From an optimization exercise on the open Yosys and OpenROAD flow, aimed at small area, a short achievable clock period and few clock cycles per item; shortcuts taken in it are not production practice. Only simulation tests tie the RTL to the original design; equivalence was not proved. Power is estimated from default activity; no workload was simulated.

build 46:
==> flow/design.v (excerpt) <==
module maccol (
    input  wire         clk,
    input  wire         rst,           
    input  wire         in_valid,
    output wire         in_ready,
    input  wire         int4,
    input  wire [255:0] a,
    input  wire [255:0] b,
    input  wire [31:0]  acc_in,
    output reg          out_valid,
    output reg  [31:0]  acc_out,
    output reg          acc_sat
);
Size in the first run: about 5,900 cells after synthesis, about 580 I/O pins, ~70,000 um2 of cells after synthesis.
clock: 20.0 ns
lec_check: 0
cap_margin: 20
core_margin: 2
core_utilization: 65
slew_margin: 40
synth_hierarchical: 1
standard.sh (not shown) runs the stock make flow with config.mk's settings and CLKGATE_MAP_FILE= SYNTH_SCRIPT=/design/flow/synth_recipe.tcl, a recipe that flattens the netlist after the stock synthesis.
==> flow/flow/run.sh <==
#!/bin/bash
# The standard layout, with two changes to how it is made:
#  - the port buffers are the smallest plain buffer (every input and output
#    port still gets its own buffer);
#  - the clock tree uses larger sink clusters and no dummy loads.
set -euo pipefail
export BUFFER_PORTS_ARGS="-buffer_cell sky130_fd_sc_hd__buf_1"
export CTS_ARGS="-sink_clustering_enable -repair_clock_nets -dont_use_dummy_load -sink_clustering_size 30 -sink_clustering_max_diameter 80"
bash standard.sh > orfs_make.log 2>&1
Build 46 | stages: all done | timing, DRC, antenna: all pass
Testbench counts of build 46, summed over its fixed seeds: cycles 32,032, items 32,000.
> inputs changed (build 46 -> build 76)
# build 46
export LEC_CHECK = 0
export CAP_MARGIN = 20
export CORE_MARGIN = 2
export CORE_UTILIZATION = 65
export SLEW_MARGIN = 40
export SYNTH_HIERARCHICAL = 1
create_clock -name core_clock -period 20.0 [get_ports {clk}]
# build 76
export LEC_CHECK = 0
export CAP_MARGIN = 20
export CORE_MARGIN = 2
export CORE_UTILIZATION = 65
export SLEW_MARGIN = 60
export SYNTH_HIERARCHICAL = 1
create_clock -name core_clock -period 20.0 [get_ports {clk}]
==> flow/flow/run.sh <==
#!/bin/bash
# The standard layout, with two changes to how it is made:
#  - the port buffers are the smallest plain buffer (every input and output
#    port still gets its own buffer);
#  - the clock tree uses its own sink cluster limits and no dummy loads.
set -euo pipefail
export BUFFER_PORTS_ARGS="-buffer_cell sky130_fd_sc_hd__buf_1"
export CTS_ARGS="-sink_clustering_enable -repair_clock_nets -dont_use_dummy_load -sink_clustering_size 24 -sink_clustering_max_diameter 60"
bash standard.sh > orfs_make.log 2>&1
[summary]
Build 76 reached the final stage; the timing, DRC and antenna checks on its layout passed.
Diff build 46 -> build 76: met3 track demand over resource in global routing shows a reduction of 1.1 points, share of cell area taken by multi-input logic gates now sits lower.
The clock input transition at the sequential cells of the worst setup and hold paths reported for build 76 is smaller than that of build 46 by 0.02 ns.
Build 76: growth of design area from synthesis to finish is 1.1 points higher than what build 46 reported.
Changes observed in build 76 relative to build 46: post-layout utilization of the core higher, DRC marker count from the first detailed-route iteration higher.
Looking at sequential share of layout area across build 76 and build 46, the one that comes out lower is build 76.
Build 76 ended up with acc_out[10] as its timing startpoint of the critical path; build 46 ended up with ra[4].
Logic depth of the worst path, buffers included (lower): build 76
Build 76 ends up with higher slack of the worst reg-to-reg path than build 46 does.
### build 76 -> build 33
==> flow/flow/run.sh <==
#!/bin/bash
# The standard layout, with two changes to how it is made:
#  - the port buffers are the smallest plain buffer (every input and output
#    port still gets its own buffer);
#  - the clock tree uses larger sink clusters and no dummy loads.
set -euo pipefail
export BUFFER_PORTS_ARGS="-buffer_cell sky130_fd_sc_hd__buf_1"
export CTS_ARGS="-sink_clustering_enable -repair_clock_nets -dont_use_dummy_load -sink_clustering_size 30 -sink_clustering_max_diameter 80"
bash standard.sh > orfs_make.log 2>&1
--- outcome ---
- Having completed the whole flow, build 33 delivered a layout that passed the timing, DRC and antenna checks.
- Taking build 76 as the reference, in build 33 detailed-routing wirelength on met1 lost 970 um; switching share of total power picked up an extra 0.35 points; global-route wire length before repair lost 3500 um; sequential share of layout area picked up an extra 0.19 points; final hold slack picked up an extra 0.031 ns.
- Delta (build 33 minus build 76): final instance area now sits lower, critical path depth in cells held, routed wire length lost 0.83%, wire length on met3 neither gained nor lost much.


== alpha ==
Another version of the RTL of maccol (not shown whole).
For scale: about 5900 cells after synthesis, about 820 flip-flops, roughly 70000 sq um of cells after synthesis.
export LEC_CHECK = 0
export CAP_MARGIN = 20
export CORE_MARGIN = 2
export CORE_UTILIZATION = 65
export SLEW_MARGIN = 60
export SYNTH_HIERARCHICAL = 1
create_clock -name core_clock -period 20.0 [get_ports {clk}]
==> flow/flow/run.sh <==
#!/bin/bash
# The standard layout, with two changes to how it is made:
#  - the port buffers are the smallest plain buffer (every input and output
#    port still gets its own buffer);
#  - the clock tree is built from clkbuf_8 cells, without dummy loads.
set -euo pipefail
export BUFFER_PORTS_ARGS="-buffer_cell sky130_fd_sc_hd__buf_1"
export CTS_ARGS="-sink_clustering_enable -repair_clock_nets -dont_use_dummy_load -buf_list sky130_fd_sc_hd__clkbuf_8"
bash standard.sh > orfs_make.log 2>&1
Testbench counts of alpha, summed over its fixed seeds: cycles 32,032, items 32,000.
Input-level comparison between beta and alpha:
Settings: CORE_UTILIZATION: 65 -> 72.
==> flow/flow/run.sh <==
#!/bin/bash
# The standard layout, with two changes to how it is made:
#  - the port buffers are the smallest plain buffer (every input and output
#    port still gets its own buffer);
#  - the clock tree uses larger sink clusters and no dummy loads.
set -euo pipefail
export BUFFER_PORTS_ARGS="-buffer_cell sky130_fd_sc_hd__buf_1"
export CTS_ARGS="-sink_clustering_enable -repair_clock_nets -dont_use_dummy_load -sink_clustering_size 30 -sink_clustering_max_diameter 80"
bash standard.sh > orfs_make.log 2>&1
==> comparison <==
- beta vs alpha: routability congestion estimate from global placement up by a few percent
- Summary of beta over alpha: total CTS buffers fell by 67%; detailed placement HPWL went down; worst setup timing slack at the placement stage climbed 0.23 ns; number of placement rows fell by 6.
- Synthesized area: beta vs alpha identical
- [beta vs alpha] initial core utilization: higher in beta
- Status(beta) = ERROR, stage = 5_1_grt
- Number of top-level design ports came out exactly the same in beta and alpha.
Setup changes, beta to gamma
Settings: a change of CORE_UTILIZATION from 72 to 65.
## What came out
- The flow did not stop early for gamma: all stages ran, and the layout cleared the timing, DRC and antenna checks.
- gamma vs beta — cell total after placement rose about 1.8%.
- gamma vs beta — number of buffers added by the clock tree synthesis step rose 2.2%.
- gamma vs beta, global placer's final weighted congestion went down by 0.084.
- Any difference in compound-cell area share of the yosys netlist between beta and gamma is small enough to ignore.

-- re-timing with driven ports --
Ports are ideal in the flow. The routed layouts listed here were re-timed in OpenROAD. Step 1: set_driving_cell puts a clkbuf_16 on clk and a buf_2 on each other input, an assumption about the parent block. Step 2 adds t to the input delays and takes it off the output delays; t is the mean of the earliest and latest rising clock arrival at the registers after step 1. Input paths then give back, and output paths get back, about the clock's delay inside the block. Slacks: no drivers / after step 1 / after step 2; pairs: no drivers / after step 1.
run | shift t [ns] | slack for setup (ns) | worst setup path after step 2 | clock arrival spread, ns
build 46 | 0.767 | 14.716 / 14.712 / 14.716 | register to register | 0.094 / 0.094
build 76 | 0.780 | 14.779 / 14.692 / 14.936 | register to register | 0.123 / 0.123
build 33 | 0.761 | 14.788 / 14.700 / 14.886 | register to register | 0.137 / 0.137
alpha | 0.945 | 14.611 / 14.524 / 14.743 | register to register | 0.099 / 0.098
gamma | 0.781 | 14.742 / 14.668 / 14.742 | register to register | 0.115 / 0.115
After both steps setup and hold are still met in every run listed.
